Source: an optimization exercise on an open RTL-to-GDS flow (aim: small area). Production flows keep margins and buffers that such runs may drop. The RTL was checked by simulation tests, not by an equivalence proof against the original design. No activity file was given, so power comes from the tool's default toggle rates.

File: design/flow/design.v
module lane_filter (
    input  wire        clk,
    input  wire        rst,
    input  wire        start,
    input  wire        stop,
    input  wire [17:0] cfg_w0,
    input  wire [17:0] cfg_w1,
    input  wire [17:0] cfg_w2,
    input  wire [17:0] cfg_w3,
    input  wire [17:0] cfg_w4,
    input  wire        mod_en,
    input  wire        mod_bit,
    input  wire        coef_we,
    input  wire [5:0]  coef_addr,
    input  wire [17:0] coef_data,
    output reg         smp_valid,
    output reg  [17:0] smp_value,
    output reg         smp_clip
);
    function [18:0] rs_sat;
        input [41:0] x;
        input [5:0]  s;
        reg signed [42:0] w;
        reg signed [42:0] r;
        begin
            w = $signed({x, 1'b0}) >>> s;
            r = (w + $signed({42'd0, (s != 6'd0)})) >>> 1;
            if (r > 43'sd131071)
                rs_sat = {1'b1, 18'h1FFFF};
            else if (r < -43'sd131072)
                rs_sat = {1'b1, 18'h20000};
            else
                rs_sat = {1'b0, r[17:0]};
        end
    endfunction
    reg [17:0] coef [0:63];
    always @(posedge clk)
        if (coef_we)
            coef[coef_addr] <= coef_data;
    reg        p_sym, p_mab, p_cic4;
    reg [9:0]  p_dcm1;           
    reg [1:0]  p_dfm1;           
    reg [5:0]  p_s1, p_s2, p_s3;
    reg [6:0]  p_taps;           
    reg [3:0]  p_lm1;            
    reg [17:0] p_scale;          
    wire [9:0] dcm1_in  = cfg_w0[13:4];
    wire [5:0] s1_in    = cfg_w1[17:12];
    wire [5:0] s2_in    = cfg_w1[11:6];
    wire [5:0] s3_in    = cfg_w1[5:0];
    wire [6:0] taps_in  = cfg_w2[17:11];
    reg conv;
    always @(posedge clk) begin
        if (rst) begin
            conv <= 1'b0;
        end else if (start) begin
            conv    <= 1'b1;
            p_sym   <= cfg_w0[16];
            p_mab   <= cfg_w0[15];
            p_cic4  <= cfg_w0[14];
            p_dcm1  <= (dcm1_in < 10'd7) ? 10'd7 : dcm1_in;
            p_dfm1  <= (taps_in == 7'd0) ? 2'd0 :
                       (cfg_w0[3] ? 2'd3 : (cfg_w0[2] ? 2'd1 : 2'd0));
            p_s1    <= (s1_in > 6'd47) ? 6'd47 : s1_in;
            p_s2    <= (s2_in > 6'd47) ? 6'd47 : s2_in;
            p_s3    <= (s3_in > 6'd47) ? 6'd47 : s3_in;
            p_taps  <= (taps_in > 7'd64) ? 7'd64 : taps_in;
            p_lm1   <= cfg_w3[3:0];
            p_scale <= (cfg_w4 == 18'd0) ? 18'd1 : cfg_w4;
        end else if (stop) begin
            conv <= 1'b0;
        end
    end
    wire clr = rst | start | stop;
    wire run = conv & ~start & ~stop;
    wire       tz    = (p_taps == 7'd0);
    wire [6:0] taps1 = tz ? 7'd1 : p_taps;
    wire [6:0] half  = (p_taps + 7'd1) >> 1;         
    reg [5:0] ph;
    always @(posedge clk)
        ph <= rst ? 6'd0 : ph + 6'd1;
    wire [1:0] ph2 = ph[1:0];
    reg [41:0] ir0, ir1, ir2, ir3;
    reg [41:0] cr0, cr1, cr2, cr3;
    reg [41:0] v;                
    reg [2:0]  zc;               
    reg        spend, sbit, sdec;
    reg        iact, idec;
    reg [9:0]  dcnt;
    reg        creq, cact;
    reg [1:0]  ncic;
    reg        cic_go;
    wire zeroing = (zc != 3'd0);
    wire istart  = spend & ~zeroing & (ph2 == 2'd0);
    wire [1:0] nm1 = p_cic4 ? 2'd3 : 2'd2;
    wire [41:0] iadd = istart ? (sbit ? 42'd1 : {42{1'b1}}) : (iact ? ir0 : 42'd0);
    wire [41:0] isum = ir3 + iadd;
    wire cstep = (creq & (ph2 == 2'd0)) | cact;
    always @(posedge clk) begin
        ir0 <= zeroing ? 42'd0 : isum;
        ir1 <= ir0; ir2 <= ir1; ir3 <= ir2;
        cr0 <= zeroing ? 42'd0 : (cstep ? v : cr3);
        cr1 <= cr0; cr2 <= cr1; cr3 <= cr2;
    end
    reg  [41:0] acc;
    reg  [17:0] u;               
    reg         uclip;
    reg  [17:0] f;               
    reg         fclip;
    reg  signed [21:0] q;        
    localparam S_IDLE = 4'd0, S_SWAP = 4'd1, S_U = 4'd2, S_FM = 4'd3,
               S_FADD = 4'd4, S_F = 4'd5, S_MA = 4'd6, S_MM = 4'd7,
               S_MO = 4'd8, S_PRE = 4'd9;
    reg [3:0] st;
    reg [2:0] pl;                
    reg [5:0] pc;                
    reg [17:0] hist [0:63];
    reg  [5:0] hnew;             
    reg        hins;             
    wire [17:0] hd0 = (hins && ph == hnew) ? u : hist[63];
    reg [17:0] mar [0:15];
    reg  [3:0] mnew;
    reg        mins, msub;
    wire [17:0] md0 = (mins && ph[3:0] == mnew) ? f : mar[15];
    integer i;
    always @(posedge clk) begin
        hist[0] <= hd0;
        for (i = 1; i < 64; i = i + 1)
            hist[i] <= hist[i-1];
        mar[0] <= md0;
        for (i = 1; i < 16; i = i + 1)
            mar[i] <= mar[i-1];
    end
    wire [5:0]  age   = hnew - ph;
    wire [6:0]  kk    = {1'b0, age} + 7'd1;          
    wire        kval  = (kk < p_taps);
    wire [6:0]  kmir  = p_taps - 7'd1 - kk;
    wire [5:0]  cidx  = (st == S_PRE) ? ((p_sym && kk >= half) ? kmir[5:0] : kk[5:0]) : 6'd0;
    wire [17:0] crd   = coef[cidx];
    wire [17:0] cq    = ((st != S_PRE) || kval) ? crd : 18'd0;
    wire signed [21:0] mcand = (st == S_MM) ? q : {{4{cq[17]}}, cq};
    wire [17:0] wsrc  = (st == S_PRE) ? hd0 : ((st == S_MM) ? p_scale : u);
    wire [2:0]  dig   = wsrc[pl*3 +: 3];
    wire        dtop  = (pl == 3'd5) && (st != S_MM);
    wire signed [3:0]  dval = {dig[2] & dtop, dig};
    wire signed [25:0] pp   = mcand * dval;
    wire first = (pl == 3'd5) && ((st != S_PRE) || (pc == 6'd0));
    wire shft  = (st == S_PRE) ? (pc == 6'd0) : (st == S_FM || st == S_MM);
    wire [41:0] base   = (st == S_SWAP || first) ? 42'd0 : (shft ? {acc[38:0], 3'd0} : acc);
    wire        add_v  = (st == S_SWAP) || (st == S_FADD);
    wire [41:0] addend = add_v ? v : {{16{pp[25]}}, pp};
    wire [41:0] accn   = base + addend;
    wire [5:0]  shamt = (st == S_U) ? p_s1 : ((st == S_F) ? p_s2 : p_s3);
    wire [18:0] rsv   = rs_sat(acc, shamt);
    reg [6:0] nset;
    reg [1:0] dfph;
    reg [3:0] mcnt;
    reg [6:0] hc_age;            
    reg [4:0] mc_age;            
    wire [6:0] nset_n  = (nset == taps1) ? nset : nset + 7'd1;
    wire       fir_go  = (nset_n == taps1) && (dfph == 2'd0);
    wire       ma_go   = (mcnt == p_lm1);
    wire [6:0] hc_n    = rsv[18] ? 7'd0 : ((hc_age == 7'd127) ? hc_age : hc_age + 7'd1);
    wire [4:0] mc_n    = fclip ? 5'd0 : ((mc_age == 5'd31) ? mc_age : mc_age + 5'd1);
    wire signed [21:0] qadd = msub ? -{{4{md0[17]}}, md0} : {{4{f[17]}}, f};
    wire        msub_now = msub && (ph[3:0] == mnew - p_lm1);
    always @(posedge clk) begin
        if (clr) begin
            zc     <= start ? 3'd4 : 3'd0;
            spend  <= 1'b0;
            iact   <= 1'b0;
            dcnt   <= 10'd0;
            creq   <= 1'b0;
            cact   <= 1'b0;
            ncic   <= 2'd0;
            cic_go <= 1'b0;
            st     <= S_IDLE;
            hins   <= 1'b0;
            mins   <= 1'b0;
            msub   <= 1'b0;
            nset   <= 7'd0;
            dfph   <= 2'd0;
            mcnt   <= 4'd0;
            hc_age <= 7'd127;
            mc_age <= 5'd31;
            q      <= 22'sd0;
            acc    <= 42'd0;             
            smp_valid <= 1'b0;
        end else begin
            if (zeroing)
                zc <= zc - 3'd1;
            if (run && mod_en) begin
                spend <= 1'b1;
                sbit  <= mod_bit;
                if (dcnt == p_dcm1) begin
                    dcnt <= 10'd0;
                    sdec <= 1'b1;
                end else begin
                    dcnt <= dcnt + 10'd1;
                    sdec <= 1'b0;
                end
            end
            if (istart) begin
                spend <= 1'b0;
                iact  <= 1'b1;
                idec  <= sdec;
            end else if (iact && ph2 == 2'd3) begin
                iact <= 1'b0;
            end
            if (creq && ph2 == 2'd0)
                creq <= 1'b0;
            if (cstep) begin
                v    <= v - cr3;
                cact <= (ph2 != nm1);
            end
            cic_go <= 1'b0;
            if (cstep && ph2 == nm1) begin
                if (ncic == nm1)
                    cic_go <= 1'b1;
                else
                    ncic <= ncic + 2'd1;
            end
            if (iact && idec && ph2 == nm1) begin
                v    <= isum;
                creq <= 1'b1;
            end
            if (hins && ph == hnew)
                hins <= 1'b0;
            if (mins && ph[3:0] == mnew)
                mins <= 1'b0;
            if (msub_now) begin
                q    <= q + qadd;
                msub <= 1'b0;
            end
            smp_valid <= 1'b0;
            case (st)
            S_IDLE: if (cic_go) st <= S_SWAP;
            S_SWAP: begin
                acc <= accn;             
                v   <= acc;              
                st  <= S_U;
            end
            S_U: begin
                u      <= rsv[17:0];
                uclip  <= rsv[18];
                hc_age <= hc_n;
                nset   <= nset_n;
                if (nset_n == taps1)
                    dfph <= (dfph == p_dfm1) ? 2'd0 : dfph + 2'd1;
                hnew   <= hnew + 6'd1;
                hins   <= 1'b1;
                pl     <= 3'd5;
                pc     <= 6'd0;
                if (fir_go)
                    st <= tz ? S_F : S_FM;
                else
                    st <= tz ? S_IDLE : S_PRE;
            end
            S_FM: begin
                acc <= accn;
                pl  <= pl - 3'd1;
                if (pl == 3'd0)
                    st <= S_FADD;
            end
            S_FADD: begin
                acc <= accn;
                st  <= S_F;
            end
            S_F: begin
                f     <= tz ? u : rsv[17:0];
                fclip <= (~tz & rsv[18]) | (hc_age < taps1);
                st    <= S_MA;
            end
            S_MA: begin
                q      <= q + qadd;
                mc_age <= mc_n;
                mnew   <= mnew + 4'd1;
                mins   <= 1'b1;
                pl     <= 3'd5;
                if (ma_go) begin
                    if (p_mab)
                        mcnt <= 4'd0;
                    st <= S_MM;
                end else begin
                    mcnt <= mcnt + 4'd1;
                    st <= tz ? S_IDLE : S_PRE;
                end
            end
            S_MM: begin
                acc <= accn;
                pl  <= pl - 3'd1;
                if (pl == 3'd0)
                    st <= S_MO;
            end
            S_MO: begin
                smp_valid <= 1'b1;
                smp_value <= rsv[17:0];
                smp_clip  <= rsv[18] | (mc_age <= {1'b0, p_lm1});
                if (p_mab)
                    q <= 22'sd0;
                else
                    msub <= 1'b1;
                pl <= 3'd5;
                pc <= 6'd0;
                st <= tz ? S_IDLE : S_PRE;
            end
            S_PRE: begin
                acc <= accn;
                pc  <= pc + 6'd1;
                if (pc == 6'd63) begin
                    pl <= pl - 3'd1;
                    if (pl == 3'd0)
                        st <= S_IDLE;
                end
            end
            default: st <= S_IDLE;
            endcase
        end
    end
endmodule
File: design/flow/run.sh
#!/bin/bash
# synth_recipe.tcl (not shown) runs the flow's synth.tcl, then flattens the netlist and writes it again
# the make line also repeats each setting of config.mk as NAME=value (left out here)
make -C /OpenROAD-flow-scripts/flow DESIGN_CONFIG=/design/flow/config.mk WORK_HOME=/design/flow/orfs CLKGATE_MAP_FILE= SYNTH_SCRIPT=/design/flow/synth_recipe.tcl finish
File: design/flow/config.mk
export PLATFORM = sky130hd
export DESIGN_NAME = lane_filter
export DESIGN_NICKNAME = lane_filter
export VERILOG_FILES = /design/flow/design.v
export SDC_FILE = /design/flow/constraint.sdc
export NUM_CORES = 4
export LEC_CHECK = 0
export CAP_MARGIN = 20
export CORE_MARGIN = 2
export CORE_UTILIZATION = 40
export SLEW_MARGIN = 20
File: design/flow/constraint.sdc
create_clock -name core_clock -period 15.0 [get_ports {clk}]
set_input_delay 3.0000 -clock core_clock [delete_from_list [all_inputs] [get_ports {clk}]]
set_output_delay 3.0000 -clock core_clock [all_outputs]
set_load 0.01 [all_outputs]
==> flow_metrics.tcl, run 1 <==
set metrics [dict create \
    clock_skew_ns 0.0900 \
    final_cell_area_um2 130000 \
    synthTopCellsByArea "edfxtp_1 35%, dfxtp_1 34%, nand2_1 5.5%" \
    synth-edff-count 1337 \
    drc_errors 0 \
    cts_tree "done" \
    finalSetupViolCount 0 \
    synthFlopType "dfxtp_1" \
    grt_antenna_before_repair 10 \
    p_per_area_nw_per_um2 136 \
    vias_per_cell 5.23 \
    utilization 0.462 \
    chipHeight_um 536 \
    core_um2 282000 \
    avgSynthCellArea_um2 12.1 \
    num_io_pins 141 \
    relSlewSlack -0.00521 \
    grt_pass1_vias 68900 \
    clkTransAtPathRegs_ns 0.06 \
    clock_path_buffers 4 \
    crit_path_end_kind "flop" \
    htree_levels 5 \
    synth.most_common_cell "dfxtp_1" \
    timing.setup.tns_ns 0 \
    drv_slew 1 \
    die_w_um 536 \
    wirelength_um 276000 \
    cp-start-kind "flop" \
    initial_utilization 0.402 \
    rows 195 \
    numCtsBuffers 313 \
    grt_pass1_wl_um 414000 \
    hp-class "reg -> reg" \
    synth_async_sr_flop_share 0 \
    fin_nets 9968 \
    maxCapViolCount 1 \
    grtUsageTotal 0.185 \
    synth.yosys.seq_area_share 0.690 \
    cts-root-buf "clkbuf_16" \
    violations "capacitance limit, slew limit" \
    synth_nets 9757 \
    wl_per_cell_um 20.4 \
    netlist.area_leader.share 0.355 \
    port_buffers 112 \
    dr_total_vias 70800 \
    dpl_worst_slack_ns 0.305 \
    timing.final.crit_share 0.939 \
    slowest_stage "fa_1" \
    cts_hold_buf 0 \
    placed_cell_area_um2 119000 \
    clock_sinks 3234 \
    worstSkewPairLatency_ns 0.89 \
    drive_gt1_frac 0.0980 \
    worstSetupPathType "reg -> reg" \
    first_iter_violations 6080 \
    n_fill_cell 25000 \
    fin_ws_ns 0.921 \
    worst_ep_arrival_time_ns 14.90 \
    die-area_um2 287000 \
    required_ns 15.82 \
    syn_inst 9334 \
    area_growth_pct 15.2 \
    ys_top_cells_by_count "1897 x dfxtp_1, 1643 x nand2_1, 1337 x edfxtp_1" \
    yosysUniqueCellTypes 107 \
    ys_warn_count 3 \
    min_period_ns 14.08 \
    first_pass_iters 6 \
    ys_seq_elements 3234 \
    max_slew.worst_pin.slew_ns 1.50 \
    gr-total-overflow 0 \
    leakagePower_nw 49.2 \
    grt_start_max_net_pins 84 \
    hold_violations 0 \
    drtAntennaViolNets 0 \
    max_stage_delay_ns 0.55 \
    gp_congestion 0.907 \
    status "complete, but fails checks" \
    path_max_fanout 28 \
    ir_drop_v 0.0000983 \
    yosys.area.top_type "edfxtp_1" \
    fmax_mhz 71.0 \
    synth_area_um2 113000 \
    dpl.hpwl_um 171000 \
]
metal layers:
layer,up-vias,routed length (um),global-route usage
met5,-,0,0
met4,0,9750,0.0680
met3,501,18600,0.0316
met2,2237,125000,0.295
met1,34800,122000,0.253
li1,33300,-,-
cell families after synthesis:
logic type	synth area share
AOI/OAI and AO/OA	0.0790
adders and majority gates	0.0369
xor gates and xnor gates	0.0211
DFF	0.690
and+or+nand+nor	0.135
buffers and inverters	0.0219
muxes	0.0161
worst max-delay path, delay by kind of cell, from the launching register on:
kind	cells	cell delay, ns
xor gates and xnor gates	4	1.05
adders and majority gates	9	3.41
DFF	1	0.44
AOI/OAI and AO/OA	24	4.94
and+or+nand+nor	19	3.34
buffers and inverters	6	0.79
final timing paths:
check                     from            to  slack, ns  depth (start not counted)
setup / recovery       hnew[0]       acc[41]       0.92                         62
hold / removal    hist[19][17]  hist[20][17]       0.25                          0
setup reg to reg       hnew[0]       acc[41]       0.92                         62
hold reg to reg   hist[19][17]  hist[20][17]       0.25                          0
flip-flops by register name, indices dropped and copies added (netlist names), 7 cells and up:
| name | flops |
|---|---|
| ir1 | 42 |
| p_dcm1 | 10 |
| p_scale | 18 |
| nset | 7 |
| cr3 | 42 |
| hist | 1152 |
| ir3 | 42 |
| p_taps | 7 |
| f | 18 |
| cr0 | 42 |
| hc_age | 7 |
| cr2 | 42 |
| q | 22 |
| acc | 42 |
| ir0 | 42 |
| u | 18 |
| dcnt | 10 |
| v | 42 |
| smp_value | 18 |
| cr1 | 42 |
| mar | 288 |
| coef | 1152 |
| ir2 | 42 |
area by class of cell:
type | instances | area (um^2) | area share
Sequential cell | 3234 | 78100 | 0.600
Multi-Input combinational cell | 5470 | 32900 | 0.252
Clock buffer | 421 | 9000 | 0.0691
Tap cell | 3743 | 4680 | 0.0359
Timing Repair Buffer | 364 | 3330 | 0.0255
Clock inverter | 143 | 1670 | 0.0128
Inverter | 162 | 608 | 0.00467
Antenna cell | 4 | 10.0 | 0.0000768
timing repair:
item / 4_1_cts / 5_1_grt
resized for setup: 0 / 29
hold endpoints to repair: 0 / 0
setup endpoints to repair: 0 / 11
setup buffers: 0 / 10
metrics by stage:
step | instances | power (mW) | hold slack (ns)
2_1_floorplan | 9334 | 9.60 | 0.310
3_3_place_gp | 13000 | 9.78 | 0.310
3_5_place_dp | 13000 | 9.78 | 0.312
4_1_cts | 13500 | 17.8 | 0.245
5_1_grt | 13500 | 18.2 | 0.246
6_report | 13500 | 17.7 | 0.249
power breakdown:
part | internal, mW | switching [mW]
Sequential | 9.18 | 0.0193
Combinational | 0.126 | 0.279
Clock | 4.73 | 3.32
Total | 14.0 | 3.62
placed cells by master (no fill, tap or decap), types with 94 or more instances in the layout:
| cell type | n |
|---|---|
| xor2_1 | 96 |
| a21oi_1 | 424 |
| clkbuf_16 | 332 |
| nor2_1 | 497 |
| nand3_1 | 693 |
| edfxtp_1 | 1337 |
| xnor2_1 | 171 |
| dfxtp_1 | 1897 |
| a21o_1 | 122 |
| a311oi_1 | 176 |
| nand2_1 | 1642 |
| and3_1 | 106 |
| ha_1 | 249 |
| o21ai_0 | 179 |
| buf_4 | 227 |
| inv_1 | 159 |
| clkdlybuf4s50_1 | 94 |
| mux2i_1 | 96 |
==> run 2, diff against run 1 <==
--- a/design/flow/design.v
+++ b/design/flow/design.v
@@ -19,22 +19,2 @@
 );
-    function [18:0] rs_sat;
-        input [41:0] x;
-        input [5:0]  s;
-        reg signed [42:0] w;
-        reg signed [42:0] r;
-        begin
-            w = $signed({x, 1'b0}) >>> s;
-            r = (w + $signed({42'd0, (s != 6'd0)})) >>> 1;
-            if (r > 43'sd131071)
-                rs_sat = {1'b1, 18'h1FFFF};
-            else if (r < -43'sd131072)
-                rs_sat = {1'b1, 18'h20000};
-            else
-                rs_sat = {1'b0, r[17:0]};
-        end
-    endfunction
-    reg [17:0] coef [0:63];
-    always @(posedge clk)
-        if (coef_we)
-            coef[coef_addr] <= coef_data;
     reg        p_sym, p_mab, p_cic4;
@@ -82,2 +62,14 @@
     wire [1:0] ph2 = ph[1:0];
+    reg  [17:0] cring [0:63];
+    reg  [17:0] c0r;
+    wire [5:0]  cwpos = ph - coef_addr;
+    integer i;
+    always @(posedge clk) begin
+        for (i = 0; i < 64; i = i + 1)
+            cring[i] <= ~((coef_we && cwpos == i) ? ~(coef_data ^ {18{i[0]}})
+                                                   : cring[(i + 63) % 64]);
+        if (coef_we && coef_addr == 6'd0)
+            c0r <= coef_data;
+    end
+    wire [17:0] crd = ~cring[63];
     reg [41:0] ir0, ir1, ir2, ir3;
@@ -112,3 +104,4 @@
                S_FADD = 4'd4, S_F = 4'd5, S_MA = 4'd6, S_MM = 4'd7,
-               S_MO = 4'd8, S_PRE = 4'd9;
+               S_MO = 4'd8, S_PRE = 4'd9, S_PW = 4'd10, S_SH = 4'd11,
+               S_RS1 = 4'd12;
     reg [3:0] st;
@@ -116,6 +109,18 @@
     reg [5:0] pc;                
-    reg [17:0] hist [0:63];
-    reg  [5:0] hnew;             
-    reg        hins;             
-    wire [17:0] hd0 = (hins && ph == hnew) ? u : hist[63];
+    reg [5:0] rem;               
+    reg [1:0] sg;                
+    reg [17:0] fr [0:32];
+    reg [17:0] br [0:32];
+    reg [17:0] xfer;             
+    wire       p5   = (st == S_PRE) && (pl == 3'd5);
+    wire [1:0] fsel = !p5 ? 2'd0 : ((pc == 6'd0) ? 2'd1 : ((pc <= 6'd31) ? 2'd2 : 2'd0));
+    wire [6:0] tmh1 = p_taps - half - 7'd1;           
+    wire [2:0] bsel = !p5 ? 3'd0 :
+                      !p_sym ? {1'b0, fsel} :
+                      (p_taps < 7'd2) ? 3'd0 :
+                      ({1'b0, pc} == tmh1 + 7'd31) ? 3'd1 :
+                      ({1'b0, pc} >= tmh1 && {1'b0, pc} < tmh1 + 7'd31) ? 3'd3 : 3'd0;
+    wire [17:0] fd0 = (fsel == 2'd1) ? u : ((fsel == 2'd2) ? fr[32] : fr[31]);
+    wire [17:0] bd0 = (bsel == 3'd1) ? xfer : ((bsel == 3'd2) ? br[32] :
+                      ((bsel == 3'd3) ? br[30] : br[31]));
     reg [17:0] mar [0:15];
@@ -124,7 +129,9 @@
     wire [17:0] md0 = (mins && ph[3:0] == mnew) ? f : mar[15];
-    integer i;
     always @(posedge clk) begin
-        hist[0] <= hd0;
-        for (i = 1; i < 64; i = i + 1)
-            hist[i] <= hist[i-1];
+        fr[0] <= fd0;
+        br[0] <= bd0;
+        for (i = 1; i < 33; i = i + 1) begin
+            fr[i] <= fr[i-1];
+            br[i] <= br[i-1];
+        end
         mar[0] <= md0;
@@ -133,23 +140,52 @@
     end
-    wire [5:0]  age   = hnew - ph;
-    wire [6:0]  kk    = {1'b0, age} + 7'd1;          
-    wire        kval  = (kk < p_taps);
-    wire [6:0]  kmir  = p_taps - 7'd1 - kk;
-    wire [5:0]  cidx  = (st == S_PRE) ? ((p_sym && kk >= half) ? kmir[5:0] : kk[5:0]) : 6'd0;
-    wire [17:0] crd   = coef[cidx];
-    wire [17:0] cq    = ((st != S_PRE) || kval) ? crd : 18'd0;
+    wire [6:0]  jj    = {1'b0, ph + 6'd1};
+    wire [6:0]  tmh   = p_taps - half;                  
+    reg         mF, mB;
+    always @(posedge clk) begin
+        mF <= p_sym ? (jj != 7'd0 && jj < half) : (jj != 7'd0 && jj < p_taps && jj <= 7'd32);
+        mB <= p_sym ? (jj < tmh) : (jj > 7'd32 && jj < p_taps);
+    end
+    wire        pval  = mF | mB;
+    wire [18:0] hsum  = (mF ? {fd0[17], fd0} : 19'd0) + (mB ? {bd0[17], bd0} : 19'd0);
+    wire [17:0] cq    = (st == S_PRE) ? (pval ? crd : 18'd0) : c0r;
     wire signed [21:0] mcand = (st == S_MM) ? q : {{4{cq[17]}}, cq};
-    wire [17:0] wsrc  = (st == S_PRE) ? hd0 : ((st == S_MM) ? p_scale : u);
+    wire [18:0] wsrc  = (st == S_PRE) ? hsum : ((st == S_MM) ? {1'b0, p_scale} : {u[17], u});
     wire [2:0]  dig   = wsrc[pl*3 +: 3];
     wire        dtop  = (pl == 3'd5) && (st != S_MM);
-    wire signed [3:0]  dval = {dig[2] & dtop, dig};
+    wire signed [3:0]  dval = dtop ? wsrc[18:15] : {1'b0, dig};
     wire signed [25:0] pp   = mcand * dval;
     wire first = (pl == 3'd5) && ((st != S_PRE) || (pc == 6'd0));
-    wire shft  = (st == S_PRE) ? (pc == 6'd0) : (st == S_FM || st == S_MM);
-    wire [41:0] base   = (st == S_SWAP || first) ? 42'd0 : (shft ? {acc[38:0], 3'd0} : acc);
-    wire        add_v  = (st == S_SWAP) || (st == S_FADD);
-    wire [41:0] addend = add_v ? v : {{16{pp[25]}}, pp};
-    wire [41:0] accn   = base + addend;
-    wire [5:0]  shamt = (st == S_U) ? p_s1 : ((st == S_F) ? p_s2 : p_s3);
-    wire [18:0] rsv   = rs_sat(acc, shamt);
+    wire horner = (st == S_FM) || (st == S_MM) || (st == S_PRE);
+    wire [41:0] acc_l3 = {acc[38:0], 3'd0};
+    wire [41:0] acc_r1 = {acc[41], acc[41:1]};
+    wire [41:0] acc_r8 = {{8{acc[41]}}, acc[41:8]};
+    reg  [41:0] base, addend;
+    always @* begin
+        base   = acc;
+        addend = 42'd0;
+        case (st)
+        S_SWAP: begin base = 42'd0; addend = v; end
+        S_FADD: addend = v;
+        S_FM, S_MM, S_PRE: begin
+            if (first)
+                base = 42'd0;
+            else if (st != S_PRE || pc == 6'd0)
+                base = acc_l3;
+            addend = {{16{pp[25]}}, pp};
+        end
+        S_SH: begin
+            if (rem >= 6'd8)
+                base = acc_r8;
+            else if (rem != 6'd0)
+                base = acc_r1;
+            else
+                addend = 42'd1;
+        end
+        S_RS1: base = acc_r1;
+        default: ;
+        endcase
+    end
+    wire [41:0] accn = base + addend;
+    wire        fits = (acc[41:17] == 25'd0) || (acc[41:17] == {25{1'b1}});
+    wire [18:0] rsv  = fits ? {1'b0, acc[17:0]} : {1'b1, acc[41] ? 18'h20000 : 18'h1FFFF};
     reg [6:0] nset;
@@ -164,2 +200,6 @@
     wire [4:0] mc_n    = fclip ? 5'd0 : ((mc_age == 5'd31) ? mc_age : mc_age + 5'd1);
+    always @* begin
+        smp_value = rsv[17:0];
+        smp_clip  = rsv[18] | (mc_age <= {1'b0, p_lm1});
+    end
     wire signed [21:0] qadd = msub ? -{{4{md0[17]}}, md0} : {{4{f[17]}}, f};
@@ -177,3 +217,2 @@
             st     <= S_IDLE;
-            hins   <= 1'b0;
             mins   <= 1'b0;
@@ -226,4 +265,2 @@
             end
-            if (hins && ph == hnew)
-                hins <= 1'b0;
             if (mins && ph[3:0] == mnew)
@@ -235,2 +272,3 @@
             smp_valid <= 1'b0;
+            acc <= accn;
             case (st)
@@ -238,6 +276,16 @@
             S_SWAP: begin
-                acc <= accn;             
                 v   <= acc;              
-                st  <= S_U;
+                sg  <= 2'd0;
+                rem <= p_s1 - 6'd1;
+                st  <= (p_s1 == 6'd0) ? S_U : S_SH;
+            end
+            S_SH: begin
+                if (rem >= 6'd8)
+                    rem <= rem - 6'd8;
+                else if (rem != 6'd0)
+                    rem <= rem - 6'd1;
+                else
+                    st <= S_RS1;
             end
+            S_RS1: st <= (sg == 2'd0) ? S_U : ((sg == 2'd1) ? S_F : S_MO);
             S_U: begin
@@ -249,4 +297,2 @@
                     dfph <= (dfph == p_dfm1) ? 2'd0 : dfph + 2'd1;
-                hnew   <= hnew + 6'd1;
-                hins   <= 1'b1;
                 pl     <= 3'd5;
@@ -256,6 +302,5 @@
                 else
-                    st <= tz ? S_IDLE : S_PRE;
+                    st <= tz ? S_IDLE : S_PW;
             end
             S_FM: begin
-                acc <= accn;
                 pl  <= pl - 3'd1;
@@ -265,4 +310,5 @@
             S_FADD: begin
-                acc <= accn;
-                st  <= S_F;
+                sg  <= 2'd1;
+                rem <= p_s2 - 6'd1;
+                st  <= (p_s2 == 6'd0) ? S_F : S_SH;
             end
@@ -285,3 +331,3 @@
                     mcnt <= mcnt + 4'd1;
-                    st <= tz ? S_IDLE : S_PRE;
+                    st <= tz ? S_IDLE : S_PW;
                 end
@@ -289,6 +335,7 @@
             S_MM: begin
-                acc <= accn;
                 pl  <= pl - 3'd1;
+                sg  <= 2'd2;
+                rem <= p_s3 - 6'd1;
                 if (pl == 3'd0)
-                    st <= S_MO;
+                    st <= (p_s3 == 6'd0) ? S_MO : S_SH;
             end
@@ -296,4 +343,2 @@
                 smp_valid <= 1'b1;
-                smp_value <= rsv[17:0];
-                smp_clip  <= rsv[18] | (mc_age <= {1'b0, p_lm1});
                 if (p_mab)
@@ -304,6 +349,16 @@
                 pc <= 6'd0;
-                st <= tz ? S_IDLE : S_PRE;
+                st <= tz ? S_IDLE : S_PW;
+            end
+            S_PW: begin
+                pl <= 3'd5;
+                pc <= 6'd0;
+                if (ph == 6'd32) begin
+                    if (!p_sym)
+                        xfer <= fd0;     
+                    st <= S_PRE;
+                end
             end
             S_PRE: begin
-                acc <= accn;
+                if (p_sym && pl == 3'd5 && pc == half[5:0] - 6'd1)
+                    xfer <= fd0;         
                 pc  <= pc + 6'd1;
==> flow_metrics.tcl, run 2 <==
set metrics [dict create \
    drv_slew 0 \
    path_max_fanout 10 \
    hold_end "br[5][14]" \
    maxCapViolCount 0 \
    htree_levels 5 \
    r2r-end "acc[40]" \
    required_ns 15.75 \
    clock_skew_ns 0.0817 \
    clkTransAtPathRegs_ns 0.06 \
    num_io_pins 141 \
    die_w_um 513 \
    synth_area_um2 104000 \
    synth.yosys.seq_area_share 0.654 \
    reg2reg_depth 69 \
    drtAntennaViolNets 0 \
    dpl_worst_slack_ns 0.0988 \
    reg_top3 "cring: 1152 flops, br: 594 flops, fr: 594 flops" \
    wl_per_cell_um 18.1 \
    clock_sinks 3290 \
    grt_antenna_before_repair 10 \
    port_buffers 112 \
    ys_warn_count 5 \
    area_growth_pct 16.3 \
    rows 186 \
    max_slew.worst_pin.slew_ns 1.09 \
    cts_tree "done" \
    final_common_cell "dfxtp_1" \
    die-area_um2 264000 \
    timing.setup.tns_ns 0 \
    initial_utilization 0.403 \
    chipHeight_um 513 \
    cts_hold_buf 0 \
    fin_cells 12900 \
    fin_ws_ns 0.971 \
    leakagePower_nw 50.6 \
    multi_input_area_um2 33700 \
    crit_path_end_kind "flop" \
    whs_ns 0.257 \
    synth.most_common_cell "dfxtp_1" \
    hp-class "reg -> reg" \
    regToRegSetupSlack_ns 0.97 \
    vias_per_cell 4.92 \
    min_from "br[4][14]" \
    yosysUniqueCellTypes 99 \
    r2r-start "p_taps[0]" \
    worstSetupPathType "reg -> reg" \
    worstSkewPairLatency_ns 0.93 \
    grt_setup_unrepaired "false" \
    fin_nets 9731 \
    ys_seq_elements 3290 \
    grt_pass1_vias 63500 \
    drc_errors 0 \
    finalSetupViolCount 0 \
    dp_cells 12300 \
    fmax_mhz 71.3 \
    holdPathStages 0 \
    synthTopCellsByArea "dfxtp_1 60%, mux2i_1 6.3%, edfxtp_1 5.9%" \
    max_stage_delay_ns 0.49 \
    n_fill_cell 23100 \
    syn_inst 9063 \
    yosys.area.top_type "dfxtp_1" \
    cp-start-kind "flop" \
    drive_gt1_frac 0.0999 \
    layout_common_cells "3086 x dfxtp_1, 1006 x nor2_1, 958 x a21oi_1" \
    avgSynthCellArea_um2 11.4 \
    ys_top_cells_by_count "3086 x dfxtp_1, 1026 x nor2_1, 964 x a21oi_1" \
    ir_drop_v 0.000142 \
    core_um2 257000 \
    netlist.area_leader.share 0.595 \
    first_iter_violations 4340 \
    synth_async_sr_flop_share 0 \
    first_pass_iters 5 \
    numCtsBuffers 321 \
    p_per_area_nw_per_um2 165 \
    seqCellArea_um2 67900 \
    relSlewSlack 0.267 \
    cts-root-buf "clkbuf_16" \
    gp_congestion 0.913 \
    dr_total_vias 63600 \
    grt_pass1_wl_um 366000 \
    worst_ep_arrival_time_ns 14.78 \
    wirelength_um 234000 \
    regMostFlops "cring" \
    dpl.hpwl_um 154000 \
    clock_path_buffers 4 \
    grtUsageTotal 0.174 \
    gr-total-overflow 0 \
    synth_nets 9516 \
    synthFlopType "dfxtp_1" \
    largest_register_ffs 1152 \
    slowest_stage "fa_1" \
    status "complete, no violations" \
    synth-edff-count 204 \
    min_period_ns 14.03 \
    hold_violations 0 \
    timing.final.crit_share 0.935 \
    grt_start_max_net_pins 66 \
]
==> run 2: cell types whose count changed after synthesis, sizes merged, moves of 30 or more <==
cell | before | now
a21oi | 430 | 965
mux2i | 96 | 653
inv | 159 | 190
nand3 | 694 | 102
ha | 249 | 279
a21o | 122 | 159
and3 | 106 | 27
o21ai | 196 | 286
edfxtp | 1337 | 204
dfxtp | 1897 | 3086
a311oi | 181 | 7
nand2 | 1645 | 454
nor2 | 505 | 1028
==> run 2: worst max-delay path by stage <==
stage | from | end | cells after the start
final | p_taps[0] | acc[40] | 69
after global routing | p_taps[0] | acc[41] | 69
after CTS | p_taps[0] | acc[41] | 66
after detailed placement | p_taps[0] | acc[41] | 67
after global placement | p_taps[0] | acc[41] | 68
after floorplan | p_taps[1] | acc[40] | 67
==> run 2: cell type report <==
| type | count | area share |
|---|---|---|
| Antenna cell | 6 | 0.000124 |
| Clock buffer | 462 | 0.0782 |
| Clock inverter | 124 | 0.0132 |
| Inverter | 192 | 0.00597 |
| Multi-Input combinational cell | 5106 | 0.279 |
| Sequential cell | 3290 | 0.563 |
| Tap cell | 3384 | 0.0351 |
| Timing Repair Buffer | 367 | 0.0254 |
==> run 2: metal layers <==
| metal | vias up | routed length (um) | global-route usage |
|---|---|---|---|
| met5 | - | 35 | 0 |
| met4 | 6 | 7090 | 0.0584 |
| met3 | 425 | 12000 | 0.0289 |
| met2 | 1420 | 105000 | 0.277 |
| met1 | 30500 | 110000 | 0.239 |
| li1 | 31300 | - | - |
==> run 2: kinds of logic (layout without fill, tap and decap cells) <==
kind of cell | count (synthesis) | in the layout | share of synthesized area
flops | 3290 | 3290 | 0.654
simple gates | 2006 | 2006 | 0.0840
compound gates | 1810 | 1810 | 0.103
mux | 687 | 687 | 0.0668
buf+inv | 667 | 1145 | 0.0248
fa+ha+maj | 337 | 337 | 0.0444
xor+xnor | 266 | 266 | 0.0229
other cells | 0 | 6 | 0
==> run 2: what timing repair did <==
action | CTS | global route
endpoints found under the setup margin | 1 | 19
pin swaps | 0 | 16
gates resized for setup | 1 | 33
setup buffers | 0 | 6
==> run 2: worst max-delay path: cells and delay by family (launching register included) <==
family / cells / cell delay, ns
flops: 1 / 0.38
xor+xnor: 6 / 1.15
fa+ha+maj: 10 / 3.57
buf+inv: 9 / 1.25
compound gates: 30 / 5.60
simple gates: 12 / 1.62
mux: 2 / 0.29
==> run 2: per-stage QoR <==
step                      cell area [um^2]  power, mW  utilization
final                               121000       20.0        0.469
after global routing                121000       20.8        0.469
after global placement              109000       11.9        0.424
after detailed placement            109000       11.9        0.424
after floorplan                     104000       11.4            -
after CTS                           120000       20.2        0.467
==> run 2: where the power goes <==
group	leakage, nW	switching [mW]	total [mW]	internal [mW]
Sequential	27.6	0.417	10.6	10.2
Combinational	17.6	0.614	1.16	0.546
Clock	5.40	3.40	8.19	4.79
Total	50.6	4.43	20.0	15.5
==> run 3, diff against run 2 <==
--- a/design/flow/design.v
+++ b/design/flow/design.v
@@ -114,10 +114,17 @@
     reg [17:0] xfer;             
-    wire       p5   = (st == S_PRE) && (pl == 3'd5);
-    wire [1:0] fsel = !p5 ? 2'd0 : ((pc == 6'd0) ? 2'd1 : ((pc <= 6'd31) ? 2'd2 : 2'd0));
+    wire       p5n  = (st == S_PW) ? (ph == 6'd32) : ((st == S_PRE) && (pl == 3'd5) && (pc != 6'd63));
+    wire [5:0] pcn  = (st == S_PW) ? 6'd0 : pc + 6'd1;
+    wire [1:0] fseln = !p5n ? 2'd0 : ((pcn == 6'd0) ? 2'd1 : ((pcn <= 6'd31) ? 2'd2 : 2'd0));
     wire [6:0] tmh1 = p_taps - half - 7'd1;           
-    wire [2:0] bsel = !p5 ? 3'd0 :
-                      !p_sym ? {1'b0, fsel} :
+    wire [2:0] bseln = !p5n ? 3'd0 :
+                      !p_sym ? {1'b0, fseln} :
                       (p_taps < 7'd2) ? 3'd0 :
-                      ({1'b0, pc} == tmh1 + 7'd31) ? 3'd1 :
-                      ({1'b0, pc} >= tmh1 && {1'b0, pc} < tmh1 + 7'd31) ? 3'd3 : 3'd0;
+                      ({1'b0, pcn} == tmh1 + 7'd31) ? 3'd1 :
+                      ({1'b0, pcn} >= tmh1 && {1'b0, pcn} < tmh1 + 7'd31) ? 3'd3 : 3'd0;
+    reg  [1:0] fsel;
+    reg  [2:0] bsel;
+    always @(posedge clk) begin
+        fsel <= clr ? 2'd0 : fseln;
+        bsel <= clr ? 3'd0 : bseln;
+    end
     wire [17:0] fd0 = (fsel == 2'd1) ? u : ((fsel == 2'd2) ? fr[32] : fr[31]);
--- a/design/flow/config.mk
+++ b/design/flow/config.mk
@@ -9,3 +9,5 @@
 export CORE_MARGIN = 2
-export CORE_UTILIZATION = 40
+export CORE_UTILIZATION = 60
+export CTS_CLUSTER_DIAMETER = 100
+export CTS_CLUSTER_SIZE = 24
 export SLEW_MARGIN = 20
==> flow_metrics.tcl, run 3 <==
set metrics [dict create \
    status "complete, no violations" \
    intPower_mw 12.7 \
    worstSkewPairLatency_ns 0.86 \
    fmax_mhz 80.8 \
    min_period_ns 12.37 \
    relSlewSlack 0.190 \
    ys_top_cells_by_count "3090 x dfxtp_1, 1011 x nor2_1, 866 x a21oi_1" \
    grt_start_max_net_pins 66 \
    syn_inst 8971 \
    htree_levels 4 \
    synthXorXnorAreaFrac 0.0225 \
    yosysUniqueCellTypes 93 \
    ys_warn_count 5 \
    cts_tree "done" \
    grtUsageTotal 0.251 \
    die_w_um 419 \
    synth.yosys.seq_area_share 0.656 \
    seqCellArea_um2 68000 \
    cts_hold_buf 0 \
    min_from "cr2[9]" \
    rows 152 \
    first_pass_iters 8 \
    largest_register_ffs 1152 \
    r2r-start "bsel[1]" \
    finalSetupViolCount 0 \
    area_growth_pct 7.50 \
    synth_async_sr_flop_share 0 \
    placed_cell_area_um2 107000 \
    max_stage_delay_ns 0.82 \
    leakagePower_nw 46.8 \
    cp-start-kind "flop" \
    required_ns 15.75 \
    clkTransAtPathRegs_ns 0.09 \
    holdPathStages 0 \
    crit_path_end_kind "flop" \
    slowest_stage "o311a_1" \
    drv_slew 0 \
    first_iter_violations 4096 \
    maxCapViolCount 0 \
    chipHeight_um 419 \
    wl_per_cell_um 19.8 \
    pwr-share-clk 0.284 \
    grt_antenna_before_repair 6 \
    ys_seq_elements 3294 \
    synthSimpleGateAreaFrac 0.0899 \
    clock_skew_ns 0.0518 \
    worst_ep_arrival_time_ns 13.13 \
    whs_ns 0.318 \
    wirelength_um 223000 \
    drive_gt1_frac 0.0482 \
    hp-class "reg -> reg" \
    combPwrFrac 0.068 \
    seq_power_share 0.647 \
    max_slew.worst_pin.slew_ns 1.21 \
    timing.setup.tns_ns 0 \
    synth-edff-count 204 \
    synthTopCellsByArea "dfxtp_1 60%, mux2i_1 6.0%, edfxtp_1 5.9%" \
    initial_utilization 0.604 \
    final_cell_area_um2 111000 \
    core_um2 172000 \
    layout_common_cells "3089 x dfxtp_1, 988 x nor2_1, 864 x a21oi_1" \
    synth_nets 9436 \
    numCtsBuffers 157 \
    clock_sinks 3294 \
    netlist.area_leader.share 0.597 \
    final_common_cell "dfxtp_1" \
    p_switching_mw 3.72 \
    dr_total_vias 60700 \
    dpl_worst_slack_ns 2.60 \
    crit_top_cell "fa_1" \
    synth.most_common_cell "dfxtp_1" \
    gr-total-overflow 0 \
    grt_pass1_vias 59300 \
    n_fill_cell 13300 \
    hold_end "cr3[9]" \
    yosys-mux-area-fraction 0.0652 \
    sw_frac_of_total 0.227 \
    timing.final.crit_share 0.825 \
    cts-root-buf "clkbuf_16" \
    regMostFlops "cring" \
    drtAntennaViolNets 0 \
    multi_input_area_um2 33300 \
    worstSetupPathType "reg -> reg" \
    vias_per_cell 5.40 \
    gp_congestion 0.924 \
    synth_area_um2 104000 \
    port_buffers 112 \
    fin_nets 9344 \
    path_max_fanout 23 \
    p_per_area_nw_per_um2 147 \
    grt_pass1_wl_um 342000 \
    regToRegSetupSlack_ns 2.63 \
    synthFlopType "dfxtp_1" \
    yosys.area.top_type "dfxtp_1" \
    synthAdderAreaFrac 0.0455 \
    post_cts_buffers 0 \
    dpl.hpwl_um 150000 \
    power.total_mw 16.4 \
    ir_drop_v 0.000136 \
    fin_ws_ns 2.63 \
    r2r-end "acc[41]" \
    reg_top3 "cring: 1152 flops, br: 594 flops, fr: 594 flops" \
    ctsResizeCount 0 \
    synth-compound-area-share 0.0964 \
    clock_path_buffers 3 \
    die-area_um2 176000 \
    hold_violations 0 \
    drc_errors 0 \
    grt_setup_unrepaired "false" \
    avgSynthCellArea_um2 11.5 \
    reg2reg_depth 40 \
    synth_top_family_by_area "compound AO/OA/AOI/OAI gates" \
    num_io_pins 141 \
]
-- run 3: cell count changes after synthesis, sizes merged, moves of 21 or more --
cell    before  now
a21oi      965  866
nand2      454  525
o21ai      286  224
a222oi       4   41
a22oi       50   13
mux2i      653  619
and2        60   90
mux2        33    9
a211oi      29   51
a21boi      31   10
nand3      102   81
-- run 3: how the worst max path moves through the flow --
stage | startpoint | end | cells past startpoint
floorplan | bsel[1] | acc[41] | 42
global placement | bsel[1] | acc[41] | 40
detailed placement | bsel[1] | acc[41] | 40
CTS | bsel[1] | acc[41] | 40
global route | bsel[1] | acc[41] | 40
finish | bsel[1] | acc[41] | 40
-- run 3: routing by layer --
metal / track usage / routed length [um]
met3: 0.0318 / 8570
met1: 0.324 / 97700
met5: 0 / 0
met4: 0.114 / 10400
met2: 0.423 / 106000
-- run 3: final cells by class --
type,instances,area share
Sequential cell,3294,0.611
Clock inverter,19,0.00416
Antenna cell,3,0.0000674
Timing Repair Buffer,213,0.0165
Multi-Input combinational cell,5023,0.299
Tap cell,2310,0.0260
Inverter,190,0.00641
Clock buffer,194,0.0367
-- run 3: power by group through the flow --
stage               sequential, mW  combinational, mW  clock (mW)
CTS                           10.6               1.14        4.80
global route                  10.7               1.27        5.10
floorplan                     10.6              0.806           0
global placement              10.8               1.09           0
detailed placement            10.8               1.12           0
finish                        10.6               1.12        4.67
-- run 3: logic make-up after synthesis --
logic type	after synthesis
AND/OR/NAND/NOR	2109
buffers and inverters	654
XOR/XNOR	265
AO/OA/AOI/OAI	1657
adder cells (fa/ha/maj)	344
flip-flops	3294
multiplexers	648
-- run 3: critical path, delay by kind of cell, from the launching register on --
kind                     cells  cell delay [ns]
AO/OA/AOI/OAI               19             5.13
XOR/XNOR                     4             0.89
adder cells (fa/ha/maj)      8             3.09
buffers and inverters        1             0.05
flip-flops                   1             0.78
multiplexers                 1             0.60
AND/OR/NAND/NOR              7             1.74
-- run 3: through the flow --
stage / std cells / util
after floorplan: 8971 / -
after global placement: 11000 / 0.621
after detailed placement: 11000 / 0.622
after CTS: 11200 / 0.648
after global routing: 11200 / 0.649
final: 11200 / 0.649
==> run 4, diff against run 3 <==
--- a/design/flow/design.v
+++ b/design/flow/design.v
@@ -81,3 +81,3 @@
     reg [9:0]  dcnt;
-    reg        creq, cact;
+    reg        cpend, cl, cact;
     reg [1:0]  ncic;
@@ -89,3 +89,3 @@
     wire [41:0] isum = ir3 + iadd;
-    wire cstep = (creq & (ph2 == 2'd0)) | cact;
+    wire cstep = (cl & (ph2 == 2'd0)) | cact;
     always @(posedge clk) begin
@@ -93,3 +93,3 @@
         ir1 <= ir0; ir2 <= ir1; ir3 <= ir2;
-        cr0 <= zeroing ? 42'd0 : (cstep ? v : cr3);
+        cr0 <= zeroing ? 42'd0 : (cstep ? acc : cr3);
         cr1 <= cr0; cr2 <= cr1; cr3 <= cr2;
@@ -102,3 +102,3 @@
     reg  signed [21:0] q;        
-    localparam S_IDLE = 4'd0, S_SWAP = 4'd1, S_U = 4'd2, S_FM = 4'd3,
+    localparam S_IDLE = 4'd0, S_U = 4'd2, S_FM = 4'd3,
                S_FADD = 4'd4, S_F = 4'd5, S_MA = 4'd6, S_MM = 4'd7,
@@ -167,4 +167,7 @@
     wire [41:0] acc_r1 = {acc[41], acc[41:1]};
-    wire [41:0] acc_r8 = {{8{acc[41]}}, acc[41:8]};
+    wire [41:0] acc_r4 = {{4{acc[41]}}, acc[41:4]};
+    wire [41:0] acc_r16 = {{16{acc[41]}}, acc[41:16]};
+    wire cload = (st == S_IDLE) && (ph2 == nm1) && ((iact && idec) || (cpend && !iact));
     reg  [41:0] base, addend;
+    reg         cin;
     always @* begin
@@ -172,4 +175,13 @@
         addend = 42'd0;
+        cin    = 1'b0;
         case (st)
-        S_SWAP: begin base = 42'd0; addend = v; end
+        S_IDLE: begin
+            if (cload) begin
+                base   = 42'd0;
+                addend = isum;
+            end else if (cstep) begin
+                addend = ~cr3;
+                cin    = 1'b1;
+            end
+        end
         S_FADD: addend = v;
@@ -183,4 +195,6 @@
         S_SH: begin
-            if (rem >= 6'd8)
-                base = acc_r8;
+            if (rem >= 6'd16)
+                base = acc_r16;
+            else if (rem >= 6'd4)
+                base = acc_r4;
             else if (rem != 6'd0)
@@ -188,3 +202,3 @@
             else
-                addend = 42'd1;
+                cin = 1'b1;
         end
@@ -194,3 +208,3 @@
     end
-    wire [41:0] accn = base + addend;
+    wire [41:0] accn = base + addend + {41'd0, cin};
     wire        fits = (acc[41:17] == 25'd0) || (acc[41:17] == {25{1'b1}});
@@ -219,3 +233,4 @@
             dcnt   <= 10'd0;
-            creq   <= 1'b0;
+            cpend  <= 1'b0;
+            cl     <= 1'b0;
             cact   <= 1'b0;
@@ -232,3 +247,3 @@
             q      <= 22'sd0;
-            acc    <= 42'd0;             
+            v      <= 42'd0;             
             smp_valid <= 1'b0;
@@ -255,8 +270,6 @@
             end
-            if (creq && ph2 == 2'd0)
-                creq <= 1'b0;
-            if (cstep) begin
-                v    <= v - cr3;
+            if (cl && ph2 == 2'd0)
+                cl <= 1'b0;
+            if (cstep)
                 cact <= (ph2 != nm1);
-            end
             cic_go <= 1'b0;
@@ -268,5 +281,7 @@
             end
-            if (iact && idec && ph2 == nm1) begin
-                v    <= isum;
-                creq <= 1'b1;
+            if (iact && idec && ph2 == nm1)
+                cpend <= 1'b1;
+            if (cload) begin
+                cpend <= 1'b0;
+                cl    <= 1'b1;
             end
@@ -281,5 +296,3 @@
             case (st)
-            S_IDLE: if (cic_go) st <= S_SWAP;
-            S_SWAP: begin
-                v   <= acc;              
+            S_IDLE: if (cic_go) begin
                 sg  <= 2'd0;
@@ -289,4 +302,6 @@
             S_SH: begin
-                if (rem >= 6'd8)
-                    rem <= rem - 6'd8;
+                if (rem >= 6'd16)
+                    rem <= rem - 6'd16;
+                else if (rem >= 6'd4)
+                    rem <= rem - 6'd4;
                 else if (rem != 6'd0)
@@ -373,4 +388,6 @@
                     pl <= pl - 3'd1;
-                    if (pl == 3'd0)
+                    if (pl == 3'd0) begin
+                        v  <= accn;      
                         st <= S_IDLE;
+                    end
                 end
==> flow_metrics.tcl, run 4 <==
set metrics [dict create \
    num_io_pins 141 \
    worstSetupPathType "reg -> reg" \
    die_w_um 418 \
    hold_end "cr3[3]" \
    post_cts_buffers 0 \
    highest_layer "met5" \
    port_buffers 112 \
    slowest_stage "dfxtp_1" \
    numCtsBuffers 156 \
    worstSkewPairLatency_ns 0.84 \
    leakagePower_nw 46.4 \
    drc_errors 0 \
    r2r-end "v[41]" \
    ys_seq_elements 3295 \
    drtAntennaViolNets 0 \
    synth-edff-count 204 \
    first_iter_violations 5039 \
    dr_total_vias 61100 \
    cts_hold_buf 0 \
    wl_per_cell_um 20.8 \
    ir_drop_v 0.000150 \
    grt_antenna_before_repair 16 \
    r2r-start "bsel[1]" \
    synth_nets 9307 \
    dp_cells 10800 \
    max_slew.worst_pin.slew_ns 1.23 \
    syn_inst 8881 \
    regToRegSetupSlack_ns 1.99 \
    status "complete, no violations" \
    crit_path_end_kind "flop" \
    fmax_mhz 76.9 \
    max_stage_delay_ns 0.89 \
    ys_warn_count 5 \
    worst_ep_arrival_time_ns 13.77 \
    clock_path_buffers 3 \
    synthTopCellsByArea "dfxtp_1 60%, mux2i_1 6.2%, edfxtp_1 6.0%" \
    min_from "cr2[3]" \
    grt_setup_unrepaired "false" \
    yosys.area.top_type "dfxtp_1" \
    synth.most_common_cell "dfxtp_1" \
    gr-total-overflow 0 \
    grt_pass1_vias 58900 \
    power.total_mw 16.4 \
    holdPathStages 0 \
    initial_utilization 0.605 \
    met1_length_um 109000 \
    ctsResizeCount 0 \
    drv_slew 0 \
    wirelength_um 230000 \
    yosysUniqueCellTypes 91 \
    synth_async_sr_flop_share 0 \
    regMostFlops "cring" \
    grtUsageTotal 0.261 \
    reg_top3 "cring: 1152 flops, br: 594 flops, fr: 594 flops" \
    hp-class "reg -> reg" \
    chipHeight_um 418 \
    relSlewSlack 0.174 \
    ys_top_cells_by_count "3091 x dfxtp_1, 1003 x nor2_1, 908 x a21oi_1" \
    layout_common_cells "3090 x dfxtp_1, 983 x nor2_1, 905 x a21oi_1" \
    reg2reg_depth 46 \
    netlist.area_leader.share 0.603 \
    clock_sinks 3295 \
    core_um2 170000 \
    cpLargestDelayFamily "compound AO/OA/AOI/OAI gates" \
    largest_register_ffs 1152 \
    grt_pass1_wl_um 352000 \
    vias_per_cell 5.53 \
    first_pass_iters 10 \
    finalSetupViolCount 0 \
    rows 151 \
    grt_start_max_net_pins 78 \
    cts_tree "done" \
    placed_cell_area_um2 106000 \
    synthFlopType "dfxtp_1" \
    cts-root-buf "clkbuf_16" \
    crit_top_cell "fa_1" \
    timing.final.crit_share 0.867 \
    area_growth_pct 7.42 \
    synth_area_um2 103000 \
    htree_levels 4 \
    clock_skew_ns 0.0437 \
    min_period_ns 13.01 \
    cp-start-kind "flop" \
    p_per_area_nw_per_um2 149 \
    synth.yosys.seq_area_share 0.662 \
    drive_gt1_frac 0.0539 \
    die-area_um2 174000 \
    whs_ns 0.313 \
    wl_met2_um 101000 \
    fin_nets 9198 \
    final_cell_area_um2 110000 \
    critPathBufInv 1 \
    hold_violations 0 \
    wl_met3_um 13700 \
    path_max_fanout 11 \
    timing.setup.tns_ns 0 \
    final_common_cell "dfxtp_1" \
    gp_congestion 0.933 \
    required_ns 15.77 \
    maxCapViolCount 0 \
    dpl.hpwl_um 152000 \
    clkTransAtPathRegs_ns 0.11 \
    avgSynthCellArea_um2 11.6 \
    fin_cells 11100 \
]
==> run 4: final cells by class <==
cell class / instances / area, um^2
antenna: 6 / 15.0
tap: 2218 / 2780
timing repair buffer: 238 / 2010
clock buffer: 200 / 4130
multi-input combinational: 4944 / 32500
clock inverter: 17 / 378
inverter: 137 / 514
sequential: 3295 / 68000
fill: 13100 / 59400
==> run 4: per-stage QoR <==
stage                     setup WS [ns]   util
after global routing               1.12  0.650
after global placement             2.00  0.623
after floorplan                    4.08      -
after detailed placement           2.19  0.623
final                              1.99  0.650
after CTS                          2.05  0.650
==> run 4: worst reg2reg max path: cells and delay by family, from the launching register on <==
| kind | cells | cell delay (ns) |
|---|---|---|
| AO/OA/AOI/OAI | 21 | 5.04 |
| adder cells (fa/ha/maj) | 8 | 3.04 |
| multiplexers | 1 | 0.64 |
| flip-flops | 1 | 0.89 |
| XOR/XNOR | 3 | 0.81 |
| buffers and inverters | 1 | 0.06 |
| AND/OR/NAND/NOR | 12 | 2.49 |
==> run 4: logic make-up (layout without fill, tap and decap cells) <==
logic type | count (synthesis) | in the layout | share of synthesized area
AOI/OAI and AO/OA | 1615 | 1615 | 0.0927
adders and majority gates | 305 | 305 | 0.0411
muxes | 691 | 691 | 0.0704
DFF | 3295 | 3295 | 0.662
other | 0 | 6 | 0
xor gates and xnor gates | 244 | 244 | 0.0210
and+or+nand+nor | 2089 | 2089 | 0.0889
buffers and inverters | 642 | 592 | 0.0237
==> run 4: per-layer routing <==
layer,track usage,up-vias
met5,0,-
met4,0.0784,8
met3,0.0392,307
met2,0.400,1523
met1,0.382,29600
li1,-,29700
==> run 4: worst max-delay path by stage <==
stage                  from  endpoint  slack [ns]  cells after the start
detailed placement  bsel[1]     v[41]        2.19                     46
floorplan           bsel[1]   acc[41]        4.08                     46
global route        bsel[1]     v[41]        1.12                     46
global placement    bsel[1]     v[41]        2.00                     46
finish              bsel[1]     v[41]        1.99                     46
CTS                 bsel[1]     v[41]        2.05                     46
==> run 4: power breakdown <==
part / internal, mW / switching (mW) / leakage (nW) / total [mW]
registers: 10.2 / 0.428 / 27.7 / 10.6
clock network: 1.98 / 2.67 / 2.16 / 4.66
logic: 0.534 / 0.609 / 16.5 / 1.14
==> run 5, diff against run 4 <==
--- a/design/flow/design.v
+++ b/design/flow/design.v
@@ -19,2 +19,17 @@
 );
+    function [22:0] radd22;
+        input [21:0] a;
+        input [21:0] b;
+        input        ci;
+        integer k;
+        reg c;
+        begin
+            c = ci;
+            for (k = 0; k < 22; k = k + 1) begin
+                radd22[k] = a[k] ^ b[k] ^ c;
+                c = (a[k] & b[k]) | (c & (a[k] ^ b[k]));
+            end
+            radd22[22] = c;
+        end
+    endfunction
     reg        p_sym, p_mab, p_cic4;
@@ -73,4 +88,7 @@
     end
-    wire [17:0] crd = ~cring[63];
-    reg [41:0] ir0, ir1, ir2, ir3;
+    wire [17:0] crd  = ~cring[63];      
+    wire [17:0] crd2 = ~cring[31];      
+    reg [20:0] il0, il1, il2, il3;
+    reg [20:0] iu0, iu1, iu2, iu3;
+    reg        icy, istart_d, iact_d, zero_d;
     reg [41:0] cr0, cr1, cr2, cr3;
@@ -87,8 +105,17 @@
     wire [1:0] nm1 = p_cic4 ? 2'd3 : 2'd2;
-    wire [41:0] iadd = istart ? (sbit ? 42'd1 : {42{1'b1}}) : (iact ? ir0 : 42'd0);
-    wire [41:0] isum = ir3 + iadd;
+    wire [1:0] nm1p = p_cic4 ? 2'd0 : 2'd3;           
+    wire [20:0] iaddl = istart ? (sbit ? 21'd1 : {21{1'b1}}) : (iact ? il0 : 21'd0);
+    wire [22:0] isl   = radd22({1'b0, il3}, {1'b0, iaddl}, 1'b0);
+    wire [20:0] iaddu = istart_d ? (sbit ? 21'd0 : {21{1'b1}}) : (iact_d ? iu0 : 21'd0);
+    wire [22:0] isu   = radd22({1'b0, iu3}, {1'b0, iaddu}, icy);
     wire cstep = (cl & (ph2 == 2'd0)) | cact;
     always @(posedge clk) begin
-        ir0 <= zeroing ? 42'd0 : isum;
-        ir1 <= ir0; ir2 <= ir1; ir3 <= ir2;
+        il0 <= zeroing ? 21'd0 : isl[20:0];
+        icy <= zeroing ? 1'b0 : isl[21];
+        il1 <= il0; il2 <= il1; il3 <= il2;
+        iu0 <= zero_d ? 21'd0 : isu[20:0];
+        iu1 <= iu0; iu2 <= iu1; iu3 <= iu2;
+        zero_d   <= zeroing;
+        istart_d <= istart;
+        iact_d   <= iact;
         cr0 <= zeroing ? 42'd0 : (cstep ? acc : cr3);
@@ -113,3 +140,2 @@
     reg [17:0] br [0:32];
-    reg [17:0] xfer;             
     wire       p5n  = (st == S_PW) ? (ph == 6'd32) : ((st == S_PRE) && (pl == 3'd5) && (pc != 6'd63));
@@ -130,2 +156,3 @@
     wire [17:0] fd0 = (fsel == 2'd1) ? u : ((fsel == 2'd2) ? fr[32] : fr[31]);
+    wire [17:0] xfer = p_sym ? u : fr[0];
     wire [17:0] bd0 = (bsel == 3'd1) ? xfer : ((bsel == 3'd2) ? br[32] :
@@ -151,3 +178,3 @@
     always @(posedge clk) begin
-        mF <= p_sym ? (jj != 7'd0 && jj < half) : (jj != 7'd0 && jj < p_taps && jj <= 7'd32);
+        mF <= p_sym ? (jj > 7'd32 && jj < half + 7'd32) : (jj != 7'd0 && jj < p_taps && jj <= 7'd32);
         mB <= p_sym ? (jj < tmh) : (jj > 7'd32 && jj < p_taps);
@@ -155,4 +182,5 @@
     wire        pval  = mF | mB;
-    wire [18:0] hsum  = (mF ? {fd0[17], fd0} : 19'd0) + (mB ? {bd0[17], bd0} : 19'd0);
-    wire [17:0] cq    = (st == S_PRE) ? (pval ? crd : 18'd0) : c0r;
+    wire [17:0] hw    = mF ? fd0 : (mB ? bd0 : 18'd0);
+    wire [18:0] hsum  = {hw[17], hw};
+    wire [17:0] cq    = (st == S_PRE) ? (pval ? ((p_sym & mF) ? crd2 : crd) : 18'd0) : c0r;
     wire signed [21:0] mcand = (st == S_MM) ? q : {{4{cq[17]}}, cq};
@@ -169,3 +197,3 @@
     wire [41:0] acc_r16 = {{16{acc[41]}}, acc[41:16]};
-    wire cload = (st == S_IDLE) && (ph2 == nm1) && ((iact && idec) || (cpend && !iact));
+    wire cload = (st == S_IDLE) && (ph2 == nm1p) && cpend;
     reg  [41:0] base, addend;
@@ -180,3 +208,3 @@
                 base   = 42'd0;
-                addend = isum;
+                addend = {isu[20:0], il0};
             end else if (cstep) begin
@@ -225,3 +253,4 @@
     end
-    wire signed [21:0] qadd = msub ? -{{4{md0[17]}}, md0} : {{4{f[17]}}, f};
+    wire [21:0] qadd = msub ? ~{{4{md0[17]}}, md0} : {{4{f[17]}}, f};
+    wire [22:0] qsum = radd22(q, qadd, msub);
     wire        msub_now = msub && (ph[3:0] == mnew - p_lm1);
@@ -290,3 +319,3 @@
             if (msub_now) begin
-                q    <= q + qadd;
+                q    <= qsum[21:0];
                 msub <= 1'b0;
@@ -342,3 +371,3 @@
             S_MA: begin
-                q      <= q + qadd;
+                q      <= qsum[21:0];
                 mc_age <= mc_n;
@@ -376,7 +405,4 @@
                 pc <= 6'd0;
-                if (ph == 6'd32) begin
-                    if (!p_sym)
-                        xfer <= fd0;     
+                if (ph == 6'd32)
                     st <= S_PRE;
-                end
             end
@@ -384,3 +410,3 @@
                 if (p_sym && pl == 3'd5 && pc == half[5:0] - 6'd1)
-                    xfer <= fd0;         
+                    u <= fd0;            
                 pc  <= pc + 6'd1;
--- a/design/flow/config.mk
+++ b/design/flow/config.mk
@@ -10,4 +10,4 @@
 export CORE_UTILIZATION = 60
-export CTS_CLUSTER_DIAMETER = 100
-export CTS_CLUSTER_SIZE = 24
+export CTS_CLUSTER_DIAMETER = 90
+export CTS_CLUSTER_SIZE = 22
 export SLEW_MARGIN = 20
==> flow_metrics.tcl, run 5 <==
set metrics [dict create \
    status "complete, no violations" \
    grt_pass1_vias 55700 \
    synthFlopType "dfxtp_1" \
    drc_errors 0 \
    htree_levels 4 \
    synthAdderAreaFrac 0.0433 \
    wl_per_cell_um 20.8 \
    grt_pass1_wl_um 335000 \
    yosys.area.top_type "dfxtp_1" \
    intPower_mw 12.9 \
    grt_antenna_before_repair 12 \
    regMostFlops "cring" \
    p_switching_mw 3.82 \
    worstSkewPairLatency_ns 0.84 \
    ir_drop_v 0.000123 \
    port_buffers 112 \
    netlist.area_leader.share 0.620 \
    fmax_mhz 82.7 \
    synth_async_sr_flop_share 0 \
    crit_path_end_kind "flop" \
    area_growth_pct 7.74 \
    first_iter_violations 5043 \
    die-area_um2 170000 \
    sw_frac_of_total 0.229 \
    cts-root-buf "clkbuf_16" \
    largest_register_ffs 1152 \
    die_w_um 412 \
    timing.setup.tns_ns 0 \
    timing.final.crit_share 0.806 \
    synth_top_family_by_area "compound AO/OA/AOI/OAI gates" \
    cts_tree "done" \
    core_um2 165000 \
    clock_sinks 3281 \
    ys_top_cells_by_count "3095 x dfxtp_1, 883 x nor2_1, 835 x a21oi_1" \
    ys_warn_count 5 \
    cts_hold_buf 0 \
    chipHeight_um 412 \
    ys_seq_elements 3281 \
    pwr-share-clk 0.290 \
    drtAntennaViolNets 0 \
    worst_ep_arrival_time_ns 12.65 \
    initial_utilization 0.605 \
    n_fill_cell 12700 \
    whs_ns 0.316 \
    grtUsageTotal 0.256 \
    synthSimpleGateAreaFrac 0.0767 \
    post_cts_buffers 0 \
    clock_path_buffers 3 \
    gp_congestion 0.911 \
    required_ns 15.56 \
    synthXorXnorAreaFrac 0.0151 \
    first_pass_iters 7 \
    vias_per_cell 5.43 \
    maxCapViolCount 0 \
    drv_slew 0 \
    dr_total_vias 57100 \
    fin_nets 8657 \
    ctsResizeCount 0 \
    synthTopCellsByArea "dfxtp_1 62%, mux2i_1 6.6%, edfxtp_1 5.6%" \
    gr-total-overflow 0 \
    wirelength_um 218000 \
    rows 149 \
    synth.most_common_cell "dfxtp_1" \
    slowest_stage "dfxtp_1" \
    min_period_ns 12.09 \
    clock_skew_ns 0.0544 \
    combPwrFrac 0.072 \
    cp-start-kind "flop" \
    reg_top3 "cring: 1152 flops, br: 594 flops, fr: 594 flops" \
    hold_violations 0 \
    yosys-mux-area-fraction 0.0788 \
    yosysUniqueCellTypes 92 \
    worstSetupPathType "reg -> reg" \
    path_max_fanout 47 \
    synth-edff-count 186 \
    clkTransAtPathRegs_ns 0.09 \
    finalSetupViolCount 0 \
    layout_common_cells "3094 x dfxtp_1, 861 x nor2_1, 832 x a21oi_1" \
    grt_start_max_net_pins 66 \
    leakagePower_nw 44.5 \
    relSlewSlack 0.215 \
    synth-compound-area-share 0.0829 \
    numCtsBuffers 169 \
    grt_setup_unrepaired "false" \
    final_common_cell "dfxtp_1" \
    hp-class "reg -> reg" \
    synth_nets 8780 \
    p_per_area_nw_per_um2 155 \
    synth_area_um2 99900 \
    crit_top_cell "fa_1" \
    max_slew.worst_pin.slew_ns 1.18 \
    seq_power_share 0.638 \
    avgSynthCellArea_um2 11.9 \
    dpl.hpwl_um 143000 \
    drive_gt1_frac 0.0585 \
    synth.yosys.seq_area_share 0.676 \
    num_io_pins 141 \
    max_stage_delay_ns 0.88 \
    syn_inst 8381 \
]
run 5: cell count changes in the layout (fill, tap and decap cells not counted), moves of 37 or more:
cell / delta
o21ai_0: -57
a21o_1: -70
nor2_1: -122
ha_1: -85
nor3_1: -37
fa_1: +58
inv_1: +53
and2_1: -50
a21oi_1: -73
run 5: final timing paths:
| path | startpoint | endpoint | slack (ns) | cells after the start |
|---|---|---|---|---|
| hold reg to reg | cr0[7] | cr1[7] | 0.32 | 0 |
| setup reg to reg | st[0] | acc[41] | 2.91 | 37 |
| setup / recovery | st[0] | acc[41] | 2.91 | 37 |
| hold / removal | cr0[7] | cr1[7] | 0.32 | 0 |
run 5: routing by layer:
layer  routed length [um]  global-route usage  vias to the layer above
met2                96700               0.397                     1482
met1               102000               0.368                    27400
met5                    0                   0                        -
met3                11600              0.0380                      349
met4                 7600              0.0907                        0
li1                     -                   -                    27800
run 5: final cells by class:
class	count	area (um^2)	share of cell area
multi-input cells	4405	29900	0.278
diodes	4	10.0	0.0000930
clock buffers	205	4390	0.0408
flip-flops and latches	3281	67500	0.628
well taps	2189	2740	0.0255
repair buffers	209	1840	0.0171
inverters	192	721	0.00670
clock inverters	22	490	0.00456
run 5: critical path: cells and delay by family (launching register included):
family          cells  cell delay (ns)
compound gates     16             4.49
simple gates       10             2.95
fa+ha+maj           6             2.45
flops               1             0.88
buf+inv             4             0.68
xor+xnor            1             0.29
run 5: metrics by stage:
step / worst slack (ns) / std cells / area (um^2) / power, mW / util
2_1_floorplan: 4.42 / 8381 / 99900 / 11.5 / -
3_3_place_gp: 3.18 / 10300 / 102000 / 12.0 / 0.620
3_5_place_dp: 3.00 / 10300 / 103000 / 12.0 / 0.621
4_1_cts: 2.95 / 10500 / 107000 / 16.8 / 0.651
5_1_grt: 2.09 / 10500 / 108000 / 17.4 / 0.651
6_report: 2.91 / 10500 / 108000 / 16.7 / 0.651
run 5: cells by family after synthesis:
kind of cell,count (synthesis)
AO/OA/AOI/OAI,1391
XOR/XNOR,172
adder cells (fa/ha/maj),278
buffers and inverters,695
flip-flops,3281
multiplexers,745
AND/OR/NAND/NOR,1819
run 5: power groups by stage:
stage | combinational (mW) | clock, mW | sequential [mW]
final | 1.19 | 4.84 | 10.7
after detailed placement | 1.18 | 0 | 10.8
after global routing | 1.35 | 5.27 | 10.8
after floorplan | 0.862 | 0 | 10.6
after CTS | 1.20 | 4.96 | 10.7
after global placement | 1.16 | 0 | 10.9

static timing again, ports no longer ideal:
In the flow no input, the clock included, has a driving cell. The finished layouts below were timed again as built, in two steps.
Step 1, drivers: a clkbuf_16 drives clk and a buf_2 each remaining input, both assumed.
Step 2 adds t to the input delays and takes it off the output delays; t is the mean of the earliest and latest rising clock arrival at the registers after step 1. Input paths then give back, and output paths get back, about the clock's delay inside the block.
a / b / c = ideal / step 1 / step 2; a / b = the first two.
run	t (ns)	setup WS [ns]	worst data-port slew with drivers (ns)	cell pins on the clock port's net
run 1	0.940	0.921 / 0.921 / 0.921	0.16	1
run 2	0.970	0.971 / 0.971 / 0.971	0.11	1
run 3	0.925	2.625 / 2.625 / 2.625	0.06	1
run 4	0.907	1.991 / 1.991 / 1.991	0.16	1
run 5	0.889	2.911 / 2.911 / 2.911	0.12	1
